What follows belongs to an exercise in optimizing a design on an open flow for small area, a short achievable clock period and few clock cycles; a production flow would make more cautious choices. Only simulation tests tie the RTL to the original design; equivalence was not proved.

==> 08-15 <==
Design dec_unit, start of the top module:
module dec_unit (
    input  wire         clk,
    input  wire         rst,
    input  wire         start,
    input  wire [2:0]   op,
    input  wire [4:0]   n,
    input  wire [127:0] kd,
    input  wire [127:0] ks,
    input  wire [63:0]  ds,
    output wire         ready,
    output reg          done,
    output reg  [127:0] k_out,
    output reg  [63:0]  d_out,
    output reg          flag_n,
    output reg          flag_z,
    output reg          flag_v,
    output reg          exc
);
==> flow/config.mk <==
export PLATFORM = sky130hd
export DESIGN_NAME = dec_unit
export DESIGN_NICKNAME = dec_unit
export VERILOG_FILES = /design/flow/design.v
export SDC_FILE = /design/flow/constraint.sdc
export NUM_CORES = 4
export LEC_CHECK = 0
export ABC_AREA = 1
export CAP_MARGIN = 20
export CORE_MARGIN = 2
export CORE_UTILIZATION = 40
export PLACE_DENSITY = 0.6
export SLEW_MARGIN = 20
==> flow/constraint.sdc <==
create_clock -name core_clock -period 55.0 [get_ports {clk}]
set_input_delay 11.0000 -clock core_clock [delete_from_list [all_inputs] [get_ports {clk}]]
set_output_delay 11.0000 -clock core_clock [all_outputs]
set_load 0.01 [all_outputs]
run.sh (not shown) runs the stock make flow with config.mk's settings and CLKGATE_MAP_FILE= SYNTH_SCRIPT=/design/flow/synth_recipe.tcl, a recipe that flattens the netlist after the stock synthesis.
==> inputs of 03-10, as changes to 08-15 <==
--- a/flow/design.v
+++ b/flow/design.v
@@ -5,11 +5,11 @@
     input  wire [2:0]   op,
     input  wire [4:0]   n,
     input  wire [127:0] kd,
     input  wire [127:0] ks,
     input  wire [63:0]  ds,
-    output wire         ready,
+    output reg          ready,
     output reg          done,
     output reg  [127:0] k_out,
     output reg  [63:0]  d_out,
     output reg          flag_n,
     output reg          flag_z,
@@ -25,43 +25,42 @@
                      OP_CVDB = 3'd6;
     localparam [3:0] SIGN_PLUS  = 4'hC,
                      SIGN_MINUS = 4'hD;
     localparam integer SB = 15, PB = 64 - 4 * SB;
     reg         v1;        
-    reg [2:0]   op_r;
-    reg [4:0]   n_r;
+    reg [4:0]   rot_r;     
+    reg         is_sh_r, is_shl_r, is_cmp_r;
+    reg [2:0]   eff_sub_r;  
     reg [127:0] a_r;
     reg [127:0] b_r;       
-    reg [3:0]   bs_r;      
+    reg         b_sok;     
     reg [63:0]  d_r;
     reg       first;       
     reg       it_bd;       
     reg       it_db;       
     reg [1:0] cnt;         
     reg       b_negr;      
     reg       d_negr;      
-    reg       cv_hi;       
+    reg       cv_hz;       
     wire last = (it_bd || it_db) && (cnt == 2'd0);
-    assign ready = !(it_bd || it_db) || last;
-    wire go = start && ready;
+    reg  busy_n;           
+    wire go   = start && !busy_n;
     wire [123:0] a_mag = a_r[127:4];
     wire [123:0] b_mag = b_r[123:0];
-    wire a_ok  = dec_ok(a_r);
-    wire b_ok  = dec_ok({b_mag, bs_r});
+    wire a_ok  = a_r[3] && (a_r[2] || a_r[1]) && dig_ok(a_mag);
+    wire b_ok  = b_sok && dig_ok(b_mag);
     wire a_neg = sign_neg(a_r[3:0]);
     wire b_neg = b_negr;
-    wire is_sub  = (op_r == OP_DSUB) || (op_r == OP_DCMP);
-    wire eff_sub = a_neg ^ b_neg ^ is_sub;
     wire [123:0] as_mag;
-    wire         as_swap, as_cout;
-    bcd_addsub u_as (.a(a_mag), .b(b_mag), .sub(eff_sub),
-                     .r(as_mag), .swap(as_swap), .cout(as_cout));
+    wire         as_swap, as_cout, as_zero;
+    bcd_addsub u_as (.a(a_mag), .b(b_mag), .sub(eff_sub_r),
+                     .r(as_mag), .swap(as_swap), .cout(as_cout), .zero(as_zero));
     wire as_neg = a_neg ^ as_swap;
-    wire as_ovf = !eff_sub && as_cout;
-    wire is_shl = (op_r == OP_DSHL);
-    wire is_sh  = (op_r == OP_DSHL) || (op_r == OP_DSHR);
-    wire [4:0] rot = is_shl ? ~n_r : n_r;      
+    wire as_ovf = !eff_sub_r[0] && as_cout;
+    wire is_shl = is_shl_r;
+    wire is_sh  = is_sh_r;
+    wire [4:0] rot = rot_r;                    
     wire [123:0] rs [0:5];
     assign rs[0] = a_mag;
     genvar gl, gd;
     generate
         for (gl = 0; gl < 5; gl = gl + 1) begin : g_rot
@@ -76,77 +75,92 @@
     reg [123:0] sh_mag;
     reg         shl_v;
     integer i;
     always @(*) begin
         for (i = 0; i < 31; i = i + 1)
-            th[i] = ({1'b0, n_r} <= i);
+            th[i] = ({1'b0, rot} <= i);
         shl_v = 1'b0;
         for (i = 0; i < 31; i = i + 1) begin
-            sh_mag[4*i +: 4] = rt[4*i +: 4] & {4{is_shl ? th[i] : th[30-i]}};
-            if ((a_mag[4*i +: 4] != 4'd0) && !th[30-i])
+            sh_mag[4*i +: 4] = rt[4*i +: 4] & {4{th[30-i] ^ is_shl}};
+            if ((a_mag[4*i +: 4] != 4'd0) && th[i])
                 shl_v = 1'b1;
         end
     end
     wire [123:0] s_mag  = is_sh ? sh_mag : as_mag;
-    wire         s_zero = (s_mag == 124'd0);
+    wire         s_zero = is_sh ? (sh_mag == 124'd0) : as_zero;
     wire         s_neg  = is_sh ? a_neg : as_neg;
     wire         s_n    = s_neg && !s_zero;
     wire [63:0] ds_mag = neg64(d_r);
     wire [63:0] bd_bin_in = first ? {ds_mag[63-PB:0], {PB{1'b0}}} : d_r;
-    wire [75:0] bd_bcd_in = first ? {{(76-PB){1'b0}}, ds_mag[63:64-PB]} : k_out[79:4];
+    wire [75:0] bd_bcd_in = first ? {{(76-PB){1'b0}}, ds_mag[63:64-PB]} : {16'd0, a_r[59:0]};
     reg [75:0] dd_bcd;
     reg [63:0] dd_bin;
     integer s;
     always @(*) begin
         dd_bcd = bd_bcd_in;
         dd_bin = bd_bin_in;
         for (s = 0; s < SB; s = s + 1) begin
-            dd_bcd = dd_step(dd_bcd, dd_bin[63]);
+            dd_bcd = dd_step(dd_bcd, dd_bin[63]) & dd_mask(s);
             dd_bin = {dd_bin[62:0], 1'b0};
         end
     end
-    wire [63:0] acc    = first ? 64'd0 : d_out;
+    wire [63:0] acc    = first ? 64'd0 : d_r;
     wire [63:0] db_next;
     wire        db_zero;
-    horner8 u_h (.acc(acc), .dig(b_r[127:96]), .neg(b_negr), .out(db_next), .zero(db_zero));
-    wire        db_ovf  = cv_hi || (b_negr ? (!db_next[63] && !db_zero) : db_next[63]);
+    horner8 u_h (.acc(acc), .dig(b_r[127:96]), .neg(b_negr), .out(db_next));
+    assign db_zero = (db_next == 64'd0);
+    wire        db_ovf  = cv_hz || (b_negr ? (!db_next[63] && !db_zero) : db_next[63]);
     wire op_cv = (op == OP_CVBD) || (op == OP_CVDB);
     always @(posedge clk) begin
         if (rst) begin
             v1    <= 1'b0;
             first <= 1'b0;
             it_bd <= 1'b0;
             it_db <= 1'b0;
             done  <= 1'b0;
+            ready  <= 1'b1;
+            busy_n <= 1'b0;
         end else begin
             v1    <= go && !op_cv;
             first <= go && op_cv;
             it_bd <= (go && op == OP_CVBD) || (it_bd && !last);
             it_db <= (go && op == OP_CVDB) || (it_db && !last);
             done  <= v1 || last;
+            ready  <= !((go && op_cv) || ((it_bd || it_db) && cnt[1]));
+            busy_n <= (go && op_cv) || ((it_bd || it_db) && cnt[1]);
         end
         cnt <= go ? 2'd3 : cnt - 2'd1;
     end
     always @(posedge clk) begin
-        op_r <= op;
-        n_r  <= n;
-        a_r  <= kd;
+        rot_r     <= (op == OP_DSHL) ? ~n : n;
+        eff_sub_r[0] <= (sign_neg(kd[3:0]) ^ sign_neg(ks[3:0])) ^ (op == OP_DSUB || op == OP_DCMP);
+        eff_sub_r[1] <= sign_neg(kd[3:0]) ^ (sign_neg(ks[3:0]) ^ (op == OP_DSUB || op == OP_DCMP));
+        eff_sub_r[2] <= (sign_neg(kd[3:0]) ^ (op == OP_DSUB || op == OP_DCMP)) ^ sign_neg(ks[3:0]);
+        is_sh_r   <= (op == OP_DSHL) || (op == OP_DSHR);
+        is_shl_r  <= (op == OP_DSHL);
+        is_cmp_r  <= (op == OP_DCMP);
+        if (it_bd && !last)
+            a_r[75:0] <= dd_bcd;
+        else
+            a_r <= kd;
         if (it_db && !last)
             b_r <= {b_r[95:0], 32'd0};
         else begin
             b_r    <= {4'd0, ks[127:4]};
-            bs_r   <= ks[3:0];
+            b_sok  <= ks[3] && (ks[2] || ks[1]);
             b_negr <= sign_neg(ks[3:0]);
         end
         if (it_bd && !last)
             d_r <= dd_bin;
+        else if (it_db && !last)
+            d_r <= db_next;
         else begin
             d_r    <= ds;
             d_negr <= ds[63];
         end
         if (first)
-            cv_hi <= (b_r[123:76] != 48'd0);
+            cv_hz <= it_db ? (b_r[123:76] != 48'd0) : (d_r == 64'd0);
     end
     always @(posedge clk) begin
         d_out <= db_next;
         if (it_bd)
             k_out <= {48'd0, dd_bcd, d_negr ? SIGN_MINUS : SIGN_PLUS};
@@ -157,36 +171,34 @@
             flag_z <= db_zero;
             flag_v <= db_ovf;
             if (first)
                 exc <= !b_ok;
         end else if (it_bd) begin
-            if (first) begin
-                exc    <= 1'b0;
-                flag_n <= d_negr;
-                flag_z <= (d_r == 64'd0);
-                flag_v <= 1'b0;
-            end
+            exc    <= 1'b0;
+            flag_n <= d_negr;
+            flag_z <= cv_hz;
+            flag_v <= 1'b0;
         end else begin
             exc <= !(a_ok && (is_sh || b_ok));
-            if (op_r == OP_DCMP) begin
+            if (is_cmp_r) begin
                 flag_n <= as_neg && (!s_zero || as_ovf);
                 flag_z <= s_zero && !as_ovf;
                 flag_v <= 1'b0;
             end else begin
                 flag_n <= s_n;
                 flag_z <= s_zero;
                 flag_v <= is_sh ? (is_shl && shl_v) : as_ovf;
             end
         end
     end
-    function dec_ok(input [127:0] x);
+    function dig_ok(input [123:0] x);
         integer k;
         begin
-            dec_ok = x[3] && (x[2] || x[1]);
-            for (k = 1; k < 32; k = k + 1)
+            dig_ok = 1'b1;
+            for (k = 0; k < 31; k = k + 1)
                 if (x[4*k+3] && (x[4*k+2] || x[4*k+1]))
-                    dec_ok = 1'b0;
+                    dig_ok = 1'b0;
         end
     endfunction
     function sign_neg(input [3:0] x);
         sign_neg = x[0] && (x[2] ^ x[1]);
     endfunction
@@ -204,10 +216,23 @@
                 dd_step[4*k]   = c;
                 c = d[3] || (d[2] && (d[1] || d[0]));
             end
         end
     endfunction
+    function [75:0] dd_mask(input integer s);
+        integer nd;
+        begin
+            case (s)
+                0:                nd = 15;
+                1, 2, 3, 4:       nd = 16;
+                5, 6, 7:          nd = 17;
+                8, 9, 10:         nd = 18;
+                default:          nd = 19;
+            endcase
+            dd_mask = {76{1'b1}} >> (4 * (19 - nd));
+        end
+    endfunction
     function [63:0] neg64(input [63:0] x);
         integer k, q;
         reg [7:0] grp;       
         reg [7:0] below;     
         reg       acc;
@@ -228,22 +253,24 @@
     endfunction
 endmodule
 module bcd_addsub (
     input  wire [123:0] a,
     input  wire [123:0] b,
-    input  wire         sub,
+    input  wire [2:0]   sub,       
     output wire [123:0] r,
     output wire         swap,
-    output wire         cout
+    output wire         cout,
+    output wire         zero
 );
     wire [123:0] p, g;
     wire [30:0]  gn, pn;
     genvar d;
     generate
         for (d = 0; d < 31; d = d + 1) begin : g_dig
             wire [3:0] bi = b[4*d +: 4];
-            wire [3:0] yi = sub ? ~bi : {bi[3] | bi[2] | bi[1], ~(bi[2] ^ bi[1]), ~bi[1], bi[0]};
+            wire       sd = sub[d / 11];
+            wire [3:0] yi = sd ? ~bi : {bi[3] | bi[2] | bi[1], ~(bi[2] ^ bi[1]), ~bi[1], bi[0]};
             wire [3:0] pi = a[4*d +: 4] ^ yi;
             wire [3:0] gi = a[4*d +: 4] & yi;
             assign p[4*d +: 4] = pi;
             assign g[4*d +: 4] = gi;
             assign gn[d] = gi[3] | (pi[3] & (gi[2] | (pi[2] & (gi[1] | (pi[1] & gi[0])))));
@@ -261,12 +288,13 @@
                     k = ((i >> l) << l) - 1;
                     G[i] = G[i] | (P[i] & G[k]);
                     P[i] = P[i] & P[k];
                 end
     end
-    wire cin = sub & (G[30] | P[30]);     
-    assign swap = sub & ~cin;
+    wire cin = sub[0] & (G[30] | P[30]);     
+    assign zero = sub[0] ? P[30] : (r == 124'd0);
+    assign swap = sub[0] & ~cin;
     assign cout = G[30];
     generate
         for (d = 0; d < 31; d = d + 1) begin : g_out
             wire       ci = (d == 0) ? cin : (G[d-1] | (P[d-1] & cin));
             wire [3:0] pi = p[4*d +: 4];
@@ -317,12 +345,11 @@
 endmodule
 module horner8 (
     input  wire [63:0] acc,
     input  wire [31:0] dig,
     input  wire        neg,
-    output wire [63:0] out,
-    output wire        zero
+    output wire [63:0] out
 );
     wire [31:0] xn = dig ^ {32{neg}};
     wire t1 = xn[1] ^ xn[4] ^ neg;
     wire t2 = (xn[1] & xn[4]) | (xn[1] & neg) | (xn[4] & neg);
     wire t3 = xn[2] ^ xn[5] ^ xn[8];
@@ -1007,7 +1034,6 @@
     wire t687 = t682 ^ t558 ^ t559;
     wire t688 = (t682 & t558) | (t682 & t559) | (t558 & t559);
     wire [63:0] r0 = {t652, t650, t648, t646, t644, t642, t640, t638, t636, t634, t632, t630, t628, t626, t624, t622, t620, t618, t616, t614, t612, t610, t608, t606, t604, t602, t600, t598, t596, t594, t592, t590, t588, t586, t584, t672, t684, t683, t677, t669, t574, t572, t570, t568, t566, t668, t666, t664, t688, t687, t681, t675, t660, t658, t686, t685, t679, t673, t655, t543, t423, t267, t1, xn[0]};
     wire [63:0] r1 = {t653, t651, t649, t647, t645, t643, t641, t639, t637, t635, t633, t631, t629, t627, t625, t623, t621, t619, t617, t615, t613, t611, t609, t607, t605, t603, t601, t599, t597, t595, t593, t591, t589, t587, t585, t583, t671, 1'b0, 1'b0, 1'b0, t575, t573, t571, t569, t567, t565, t667, t665, t663, 1'b0, 1'b0, 1'b0, t661, t659, t657, 1'b0, 1'b0, 1'b0, 1'b0, 1'b0, 1'b0, 1'b0, 1'b0, neg};
     add64 u_add (.x(r0), .y(r1), .ci(1'b0), .s(out));
-    assign zero = ((r0 ^ r1) == {r0[62:0] | r1[62:0], 1'b0});
 endmodule
Settings changed: CORE_UTILIZATION 40 to 50, PLACE_DENSITY 0.6 to 0.65.
==> summary of the runs <==
Synthesized cell count: 08-15 is higher than 03-10 (6.4%).
Clock skew: 03-10 is higher than 08-15 (0.020 ns).
In 03-10 the clock-buffer cell count is higher than in 08-15, by 3.
Against 03-10, the cell area of 08-15 is larger by about 4%.
Non-clock buffer count: 03-10 is higher than 08-15 (13).
Of 03-10 and 08-15, 08-15 has the higher hold slack (gap 0.0054 ns).
In 03-10 the fmax is smaller than in 08-15, by 0.90%.
==> figures <==
metric                                                             08-15                    03-10
Routed vias                                                        76092                    75123
Mean number of vias per cell                                        5.44                     5.89
Worst-case setup margin in the final layout                     41.33 ns                 41.21 ns
Result of the run                                complete, no violations  complete, no violations
Rel. slew slack                                                    16.7%                    12.0%
Antenna cells                                                         10                       14
Inst Count DP                                                      13865                    12615
Seq. cell area                                                0.0108 mm²               0.0113 mm²
End of the worst register-to-register path                        flag_n                   flag_v
Min cycle time layout                                           13.67 ns                 13.79 ns
HPWL reported at the end of detailed placement                 293000 µm                269000 µm
Capturing instance or port of the critical path                    ready                   flag_v
Worst hold slack across all endpoints                           0.400 ns                 0.395 ns
Vias in the first global route                                     71313                    71056
Final clock skew                                               0.0529 ns                0.0733 ns
CP max stage delay                                               0.86 ns                  0.77 ns
Testbench counts of 08-15, summed over its fixed seeds: cycles 19,477.
Testbench counts of 03-10, summed over its fixed seeds: cycles 19,477.

re-timing with driven ports:
The results above use ideal ports. As a check the final layouts listed here were re-extracted and re-timed, cells and wires unchanged. Step 1 (the two cells are an assumption about what drives the block):
set clk [get_ports {clk}]
set_driving_cell -lib_cell sky130_fd_sc_hd__clkbuf_16 $clk
set_driving_cell -lib_cell sky130_fd_sc_hd__buf_2 [delete_from_list [all_inputs] $clk]
Step 2 moves the port delays by t, midway between the first and last clock arrival at a register: inputs arrive t later, outputs are due t later. That takes back most of the time a late clock gives input paths. Three values: no drivers, after step 1, after step 2; two values: the first two.
run	t, ns	setup slack, ns	slew at the worst register clock pin (ns)	cell pins on the clock port's net
08-15	0.829	41.331 / 41.235 / 42.064	0.07 / 0.07	1
03-10	0.793	41.208 / 41.208 / 41.208	0.08 / 0.08	1
After both steps every run listed still meets setup and hold.
